Background: an optimization exercise with open tools, aiming at small area, a short achievable clock period and few clock cycles. Do not read the settings as production practice.
RTL that was checked went through simulation tests only; none was proved equivalent to the original.
Power is estimated from default activity; no workload was simulated.

## mxenc
module mxenc (
    input  wire         clk,
    input  wire         rst,           
    input  wire         in_valid,
    output wire         in_ready,
    input  wire [31:0]  in_data,       
    input  wire [3:0]   in_fmt,        
    input  wire [3:0]   in_ctl,        
    output reg          out_valid,
    input  wire         out_ready,
    output reg  [7:0]   out_scale,
    output wire [255:0] out_data,
    output reg  [3:0]   out_flags,     
    output reg          out_err        
);
    reg         in_ready_r;
    assign in_ready = in_ready_r;
    wire in_fire = in_valid && in_ready_r && !rst;
    reg [31:0] i0_d;
    reg [3:0]  i0_fmt, i0_ctl;
    reg        i0_v;
    reg [4:0]  nsh;                 
    wire       i0_un = (i0_d[30:23] == 8'd0) && (i0_d[22:0] != 23'd0) && !i0_d[22];
    always @(posedge clk) begin
        if (in_fire) begin
            i0_d   <= in_data;
            i0_fmt <= in_fmt;
            i0_ctl <= in_ctl;
            nsh    <= 5'd0;
        end else if (i0_v && i0_un) begin
            i0_d[22:0] <= {i0_d[21:0], 1'b0};
            nsh        <= nsh + 5'd1;
        end
    end
    wire in_un   = (in_data[30:23] == 8'd0) && (in_data[22:0] != 23'd0) && !in_data[22];
    wire i0_ok_n = in_fire ? !in_un : (!i0_un || i0_d[21]);
    wire [1:0] c0_cls;
    wire [8:0] c0_xs;
    wire [7:0] c0_fr;
    mx_src_pack u_pack (.x(i0_d), .nsh(nsh), .cls(c0_cls), .xs(c0_xs), .fr(c0_fr));
    wire       c0_s = i0_d[31];
    reg [5:0] i0_cfg;
    always @(*) begin
        i0_cfg[2:0] = 3'd0;
        i0_cfg[5]   = 1'b0;
        case (i0_fmt)
            4'h4: i0_cfg[2:0] = 3'd0;
            4'h5: i0_cfg[2:0] = 3'd1;
            4'h6: i0_cfg[2:0] = 3'd2;
            4'h7: i0_cfg[2:0] = 3'd3;
            4'h8: i0_cfg[2:0] = 3'd4;
            4'h9: i0_cfg[2:0] = 3'd5;
            default: i0_cfg[5] = 1'b1;
        endcase
        if (i0_ctl > 4'd3) i0_cfg[5] = 1'b1;
        if (i0_ctl[0] && !(i0_fmt == 4'h4 || i0_fmt == 4'h5)) i0_cfg[5] = 1'b1;
        i0_cfg[4] = i0_ctl[1];
        i0_cfg[3] = i0_ctl[0];
    end
    reg [4:0]  h;                   
    reg [12:0] ring [0:31];
    reg [4:0]  wcnt;                
    reg [4:0]  dcnt;                
    reg        wm;                  
  ...
==> flow/config.mk <==
export PLATFORM = sky130hd
export DESIGN_NAME = mxenc
export DESIGN_NICKNAME = mxenc
export VERILOG_FILES = /design/flow/design.v
export SDC_FILE = /design/flow/constraint.sdc
export NUM_CORES = 8
export LEC_CHECK = 0
export CAP_MARGIN = 20
export CORE_MARGIN = 2
export CORE_UTILIZATION = 65
export CTS_BUF_LIST = sky130_fd_sc_hd__clkbuf_8
export CTS_CLUSTER_DIAMETER = 55
export CTS_CLUSTER_SIZE = 18
export PLACE_DENSITY = 0.75
export SLEW_MARGIN = 20
export SYNTH_HIERARCHICAL = 0
==> flow/constraint.sdc <==
create_clock -name core_clock -period 24.0 [get_ports {clk}]
set_input_delay 4.8000 -clock core_clock [delete_from_list [all_inputs] [get_ports {clk}]]
set_output_delay 4.8000 -clock core_clock [all_outputs]
set_load 0.01 [all_outputs]
standard.sh (not shown) runs the stock make flow with config.mk's settings and CLKGATE_MAP_FILE= SYNTH_SCRIPT=/design/flow/synth_recipe.tcl, a recipe that flattens the netlist after the stock synthesis.
==> flow/flow/run.sh <==
#!/bin/bash
# The standard layout, with the port buffers built from plain buffers
# (buf_2) instead of the cell buffer_ports picks by itself.
set -euo pipefail
export BUFFER_PORTS_ARGS="-buffer_cell sky130_fd_sc_hd__buf_2"
bash standard.sh > standard.log 2>&1
The baseline finished clean.
Testbench counts at the start, summed over its fixed seeds: cycles 12,576.
Edit:
- CTS_CLUSTER_DIAMETER: 55 -> 50
- CTS_CLUSTER_SIZE: 18 -> 16
Result:
- power climbs by 3.4%
- global-route usage grows by 0.77 points
- routed wire length went up by 2.2%
- sequential share of layout area went down by 0.47 points
- worst setup slack got worse by 13 ps
Edit:
==> flow/flow/run.sh (replaced) <==
#!/bin/bash
# The standard layout, with the port buffers built from plain buffers
# (buf_1) instead of the cell buffer_ports picks by itself.
set -euo pipefail
export BUFFER_PORTS_ARGS="-buffer_cell sky130_fd_sc_hd__buf_1"
bash standard.sh > standard.log 2>&1
- CORE_UTILIZATION: 65 -> 55
- CTS_CLUSTER_DIAMETER: 50 -> 55
- CTS_CLUSTER_SIZE: 16 -> 18
- PLACE_DENSITY: 0.75 -> 0.65
Effect: Worst setup slack gets worse by 160 ps; critical path depth grows by 5; via count shrinks by about 1.7%; flip-flop and latch count stays the same; design area shrinks by about 1.2%; clock skew grows by 20 ps; total power shrinks by 1.0%; register-to-register slack gets better by 70 ps; global-route usage shrinks by 5.3 points.
Edit:
==> flow/flow/run.sh (replaced) <==
#!/bin/bash
# The standard layout, with the port buffers built from plain buffers
# (buf_2) instead of the cell buffer_ports picks by itself.
set -euo pipefail
export BUFFER_PORTS_ARGS="-buffer_cell sky130_fd_sc_hd__buf_2"
bash standard.sh > standard.log 2>&1
What happened:
- The changed run finished with timing, DRC and antenna clean
- final area came out higher by 1.4%
- power came out higher by 0.54%
- worst setup slack improves by 200 ps
- sequential share of layout area came out lower by 0.91 points

========
Another version of the RTL of mxenc (not shown whole).
For scale: roughly 870 flip-flops, roughly 320 I/O pins, ~0.029 mm² of cells after synthesis.
## mxenc
module mxenc (
    input  wire         clk,
    input  wire         rst,           
    input  wire         in_valid,
    output wire         in_ready,
    input  wire [31:0]  in_data,       
    input  wire [3:0]   in_fmt,        
    input  wire [3:0]   in_ctl,        
    output reg          out_valid,
    input  wire         out_ready,
    output reg  [7:0]   out_scale,
    output wire [255:0] out_data,
    output reg  [3:0]   out_flags,     
    output reg          out_err        
);
    reg [5:0] in_cfg;
    always @(*) begin
        in_cfg[2:0] = 3'd0;
        in_cfg[5]   = 1'b0;
        case (in_fmt)
            4'h4: in_cfg[2:0] = 3'd0;
            4'h5: in_cfg[2:0] = 3'd1;
            4'h6: in_cfg[2:0] = 3'd2;
            4'h7: in_cfg[2:0] = 3'd3;
            4'h8: in_cfg[2:0] = 3'd4;
            4'h9: in_cfg[2:0] = 3'd5;
            default: in_cfg[5] = 1'b1;
        endcase
        if (in_ctl > 4'd3) in_cfg[5] = 1'b1;
        if (in_ctl[0] && !(in_fmt == 4'h4 || in_fmt == 4'h5)) in_cfg[5] = 1'b1;
        in_cfg[4] = in_ctl[1];
        in_cfg[3] = in_ctl[0];
    end
    reg         in_ready_r;
    assign in_ready = in_ready_r;
    wire in_fire = in_valid && in_ready_r;
    reg [31:0] i0_d;
    reg [5:0]  i0_cfg;
    reg        i0_v;
    reg [4:0]  nsh;                 
    wire       i0_un = (i0_d[30:23] == 8'd0) && (i0_d[22:0] != 23'd0) && !i0_d[22];
    always @(posedge clk) begin
        if (in_fire) begin
            i0_d   <= in_data;
            i0_cfg <= in_cfg;
            nsh    <= 5'd0;
        end else if (i0_v && i0_un) begin
            i0_d[22:0] <= {i0_d[21:0], 1'b0};
            nsh        <= nsh + 5'd1;
        end
    end
    wire in_un   = (in_data[30:23] == 8'd0) && (in_data[22:0] != 23'd0) && !in_data[22];
    wire i0_ok_n = in_fire ? !in_un : (!i0_un || i0_d[21]);
  ...
Settings: LEC_CHECK=0, ABC_AREA=1, CAP_MARGIN=20, CORE_MARGIN=2, CORE_UTILIZATION=55, CTS_BUF_LIST=sky130_fd_sc_hd__clkbuf_8, CTS_CLUSTER_DIAMETER=55, CTS_CLUSTER_SIZE=18, PLACE_DENSITY=0.65, SLEW_MARGIN=20, SYNTH_HIERARCHICAL=0; clock period 24.0 ns.
==> flow/flow/run.sh <==
#!/bin/bash
# The standard layout, with the port buffers built from plain buffers
# (buf_2) instead of the cell buffer_ports picks by itself.
set -euo pipefail
export BUFFER_PORTS_ARGS="-buffer_cell sky130_fd_sc_hd__buf_2"
bash standard.sh > standard.log 2>&1
Testbench counts at the start, summed over its fixed seeds: cycles 12,576.
Then changed:
--- a/flow/config.mk
+++ b/flow/config.mk
@@ -6,5 +6,4 @@
 export NUM_CORES = 8
 export LEC_CHECK = 0
-export ABC_AREA = 1
 export CAP_MARGIN = 20
 export CORE_MARGIN = 2
Critical path depth is unchanged.
First-iteration DRC count goes down by 0.82%.
Core utilization stays flat.
Worst setup slack improved by 18 ps.
Routed wire length hardly moves.
Via count fell by 2.5%.
Power barely changes.

========
mxenc, a different RTL version from the one above (not shown whole).
Size in the first run: ~870 flip-flops, roughly 320 I/O pins.
Settings: LEC_CHECK=0, CAP_MARGIN=20, CORE_MARGIN=2, CORE_UTILIZATION=55, CTS_BUF_LIST=sky130_fd_sc_hd__clkbuf_8, CTS_CLUSTER_DIAMETER=55, CTS_CLUSTER_SIZE=18, PLACE_DENSITY=0.8, SLEW_MARGIN=20, SYNTH_HIERARCHICAL=0; clock period 24.0 ns.
Scripts as last shown in full above: flow/flow/run.sh
The starting point ran to the end with no violations.
==> next run, changes <==
CTS_BUF_LIST = sky130_fd_sc_hd__clkbuf_16 sky130_fd_sc_hd__clkbuf_8   (was sky130_fd_sc_hd__clkbuf_8)
PLACE_DENSITY = 0.65   (was 0.8)
=> Combinational power stays flat. Synthesized cell count is unchanged. Total power came out higher by 12%. First-iteration DRC count came out higher by about 4.6%. Sequential share of layout area came out lower by 1.5 points. Hold slack is about the same. Sequential power is about the same.
==> next run, changes <==
CORE_UTILIZATION = 60   (was 55)
CTS_BUF_LIST = sky130_fd_sc_hd__clkbuf_8   (was sky130_fd_sc_hd__clkbuf_16 sky130_fd_sc_hd__clkbuf_8)
PLACE_DENSITY = 0.7   (was 0.65)
Effect: Sequential share of layout area climbs by 1.8 points; via count drops slightly; worst hold slack improves by 0.017 ns; global-route usage climbs by 1.3 points; cell area drops by a few percent; cell count drops by a few percent.
==> next run, changes <==
CORE_UTILIZATION = 55   (was 60)
PLACE_DENSITY = 0.65   (was 0.7)
Result:
- The changed run completed with no timing, DRC or antenna violations
- wire length rose by 3.9%
- core utilization fell by 5.7 points
- via count rose by 0.89%
- hold slack got worse by 0.010 ns
- sequential share of layout area fell by 0.37 points
- clock skew fell by 0.020 ns
- flip-flop and latch count stays the same
- area after synthesis stays the same
Function was not checked in any run of this note: the RTL went through the layout flow alone.

========
== job 101 ==
Another version of the RTL of mxenc (not shown whole).
Size: about 2200 cells after synthesis, roughly 1000 flip-flops, about 320 I/O pins.
export LEC_CHECK = 0
export CAP_MARGIN = 20
export CORE_MARGIN = 2
export CORE_UTILIZATION = 70
export CTS_BUF_LIST = sky130_fd_sc_hd__clkbuf_16 sky130_fd_sc_hd__clkbuf_8
export CTS_CLUSTER_DIAMETER = 50
export CTS_CLUSTER_SIZE = 16
export PLACE_DENSITY = 0.8
export SLEW_MARGIN = 20
export SYNTH_HIERARCHICAL = 0
create_clock -name core_clock -period 24.0 [get_ports {clk}]
Scripts as last shown in full above: flow/flow/run.sh
What job 102 does differently from job 101 at the input level:
diff --git a/flow/config.mk b/flow/config.mk
--- a/flow/config.mk
+++ b/flow/config.mk
@@ -9,7 +9,7 @@
 export CORE_MARGIN = 2
-export CORE_UTILIZATION = 70
-export CTS_BUF_LIST = sky130_fd_sc_hd__clkbuf_16 sky130_fd_sc_hd__clkbuf_8
-export CTS_CLUSTER_DIAMETER = 50
-export CTS_CLUSTER_SIZE = 16
-export PLACE_DENSITY = 0.8
+export CORE_UTILIZATION = 55
+export CTS_BUF_LIST = sky130_fd_sc_hd__clkbuf_8
+export CTS_CLUSTER_DIAMETER = 40
+export CTS_CLUSTER_SIZE = 12
+export PLACE_DENSITY = 0.65
 export SLEW_MARGIN = 20
### Flow results
- Measured against each other, job 101 and job 102 differ in areal power density over the cells, the lower figure coming from job 102.
- Changes observed in job 102 relative to job 101: setup slack moved down, die area moved up, number of flip-flops and latches in the synthesized netlist level, total power moved down.
- Between job 101 and job 102, fmax is higher for job 101, job 102 comes in under that.
- Job 102 — global-route wire length before repair 13% lower, job 101 as reference
- From job 101 to job 102 the numbers moved as follows: count of plain and timing-repair buffers in the layout went up by 0.62%, wire length now smaller.
- Changes observed in job 102 relative to job 101: proportion of power drawn by the clock network shrank by 1.5 points; combinational fraction of design power has remained practically unchanged.
No run of this note included a check of the RTL's function; only the layout flow was run.

========
== run 1 ==
mxenc, a different RTL version from the one above (not shown whole).
Size in the first run: ~2300 cells after synthesis, ~320 I/O pins, ~33000 um^2 of cells after synthesis.
Settings: LEC_CHECK=0, CAP_MARGIN=50, CORE_MARGIN=2, CORE_UTILIZATION=55, PLACE_DENSITY=0.65, SLEW_MARGIN=80, SYNTH_HIERARCHICAL=0; clock period 24.0 ns.
run.sh (not shown) runs the stock make flow with config.mk's settings and CLKGATE_MAP_FILE= SYNTH_SCRIPT=/design/flow/synth_recipe.tcl, a recipe that flattens the netlist after the stock synthesis.
Stock flow here: none of the scripts above is used.
Input changes introduced in run 2 (baseline for comparison: run 1):
Settings: CTS_CLUSTER_SIZE newly set to 12; CTS_BUF_LIST newly set to sky130_fd_sc_hd__clkbuf_8; CTS_CLUSTER_DIAMETER newly set to 40.
### Flow results
Run 2 vs run 1 — detailed route wirelength on metal3 dropped by a little under 10%
No stage failed in run 2, and the final checks on the layout all came back clean.
Looking only at number of nets at the end of the flow, and setting everything else aside, the lower value of run 1 and run 2 goes to run 1.
Run 2 vs. run 1: arrival time at the worst endpoint went down by 0.03 ns; count of non-filler cells in the finished layout went up by 25; hold slack up 0.0081 ns.
Input changes introduced in run 3 (baseline for comparison: run 2):
==> flow/flow/run.sh (new file) <==
#!/bin/bash
# The standard layout, with the port buffers built from plain buffers
# (buf_2) instead of the cell buffer_ports picks by itself.
set -euo pipefail
export BUFFER_PORTS_ARGS="-buffer_cell sky130_fd_sc_hd__buf_2"
bash standard.sh > standard.log 2>&1
==> flow/standard.sh (new file) <==
#!/bin/bash
# synth_recipe.tcl (not shown) runs the flow's synth.tcl, then flattens the netlist and writes it again
# the make line also repeats each setting of config.mk as NAME=value (left out here)
make -C /OpenROAD-flow-scripts/flow DESIGN_CONFIG=/design/flow/config.mk WORK_HOME=/design/flow/orfs CLKGATE_MAP_FILE= SYNTH_SCRIPT=/design/flow/synth_recipe.tcl "${@:-finish}"
removed: flow/run.sh
--- outcome ---
- For run 2 and run 3, there was not a single run that failed to finish clean.
- On overall power after layout, run 2 and run 3 are basically level.
- Compared with run 2, run 3 shows minimum setup slack in the final design higher by 0.36 ns.
- Global-route usage | run 3 below run 2
- ~same clock-net power in run 2 and run 3
- The wire length in run 3 was lower than what run 2 gave.
- Per the comparison of run 3 with run 2, number of clock buffers inserted by TritonCTS rose 0.84%, area growth from synthesis to layout saw a decrease, post-route minimum period shrank by 0.36 ns, count of clock-net buffers in the final layout now smaller.
No functional check of the RTL was part of any run of this note.

========
the reference run:
mxenc, a different RTL version from the one above (not shown whole).
Size: ~1000 flip-flops, about 320 I/O pins, ~31000 µm² of cells after synthesis.
==> flow/config.mk <==
export PLATFORM = sky130hd
export DESIGN_NAME = mxenc
export DESIGN_NICKNAME = mxenc
export VERILOG_FILES = /design/flow/design.v
export SDC_FILE = /design/flow/constraint.sdc
export NUM_CORES = 8
export LEC_CHECK = 0
export CAP_MARGIN = 50
export CORE_MARGIN = 2
export CORE_UTILIZATION = 55
export CTS_BUF_LIST = sky130_fd_sc_hd__clkbuf_8
export CTS_CLUSTER_DIAMETER = 40
export CTS_CLUSTER_SIZE = 12
export PLACE_DENSITY = 0.65
export SLEW_MARGIN = 80
export SYNTH_HIERARCHICAL = 0
==> flow/constraint.sdc <==
create_clock -name core_clock -period 24.0 [get_ports {clk}]
set_input_delay 4.8000 -clock core_clock [delete_from_list [all_inputs] [get_ports {clk}]]
set_output_delay 4.8000 -clock core_clock [all_outputs]
set_load 0.01 [all_outputs]
standard.sh (not shown) runs the stock make flow with config.mk's settings and CLKGATE_MAP_FILE= SYNTH_SCRIPT=/design/flow/synth_recipe.tcl, a recipe that flattens the netlist after the stock synthesis.
==> flow/flow/run.sh <==
#!/bin/bash
# The standard layout, with the port buffers built from plain buffers
# (buf_2) instead of the cell buffer_ports picks by itself.
set -euo pipefail
export BUFFER_PORTS_ARGS="-buffer_cell sky130_fd_sc_hd__buf_2"
bash standard.sh > standard.log 2>&1
Testbench counts of the reference run, summed over its fixed seeds: cycles 12,576.
## Diff of input files: the trial run against the reference run
Settings: a change of CAP_MARGIN from 50 to 20; a change of SLEW_MARGIN from 80 to 20.
==> comparison <==
Setup WNS the reference run -> the trial run: better. The trial run vs the reference run — non-clock buffer count dropped by more than 10%. Taking the reference run as the reference point, the sum of met2 wire segment lengths after detailed routing of the trial run falls by about 3.4%. Compared with the reference run, the trial run shows a number of cells in the design after placement that is 72 lower. Overall via count from detail_route was lower in the run labelled the trial run. Maximum clock rate delta for the trial run relative to the reference run: 10% higher. Across both runs, sequential share of layout area was higher for the trial run than for the reference run. For average size of a mapped cell, the reference run and the trial run come out practically identical. Of the reference run and the trial run, the lower worst hold slack belongs to the trial run.

==> re-timing with driven ports <==
In the flow no input, the clock included, has a driving cell. The finished layouts below were timed again as built, in two steps. Step 1: set_driving_cell puts a clkbuf_16 on clk and a buf_2 on each other input, an assumption about the parent block. Step 2 times the ports against the registers' clock, not the clock port: input delays grow and output delays shrink by t, the midpoint of the rising clock arrivals with the driver on. Three values: ideal ports, drivers, drivers and shift; two values: the first two.
| run | t (ns) | slack for setup (ns) | worst setup path at the end |
|---|---|---|---|
| the first run of note 1 | 0.728 | 17.795 / 17.743 / 17.466 | input to register |
| the second run of note 1 | 0.712 | 17.782 / 17.723 / 17.467 | input to register |
| the third run of note 1 | 0.763 | 17.622 / 17.646 / 16.891 | input to register |
| the fourth run of note 1 | 0.705 | 17.822 / 17.771 / 17.366 | input to register |
| the first run of note 2 | 0.758 | 17.798 / 17.740 / 17.547 | input to register |
| the second run of note 2 | 0.754 | 17.816 / 17.764 / 17.484 | input to register |
| the first run of note 3 | 0.748 | 17.766 / 17.714 / 17.323 | input to register |
| the second run of note 3 | 0.684 | 17.927 / 17.871 / 17.370 | input to register |
| the third run of note 3 | 0.758 | 17.779 / 17.725 / 17.345 | input to register |
| the fourth run of note 3 | 0.744 | 17.833 / 17.781 / 17.362 | input to register |
| job 101 | 0.679 | 17.844 / 17.783 / 17.429 | input to register |
| job 102 | 0.751 | 17.768 / 17.712 / 17.462 | input to register |
| run 1 | 0.707 | 17.135 / 17.118 / 16.411 | input to register |
| run 2 | 0.782 | 17.247 / 17.237 / 16.455 | input to register |
| run 3 | 0.776 | 17.610 / 17.602 / 16.827 | input to register |
| the reference run | 0.752 | 17.196 / 17.196 / 17.196 | register to register |
| the trial run | 0.763 | 17.835 / 17.781 / 17.438 | input to register |
After both steps every run listed still meets setup and hold. For run 2, which loses most, drivers alone change the setup slack by -0.010 ns; drivers and shift together by -0.792 ns.
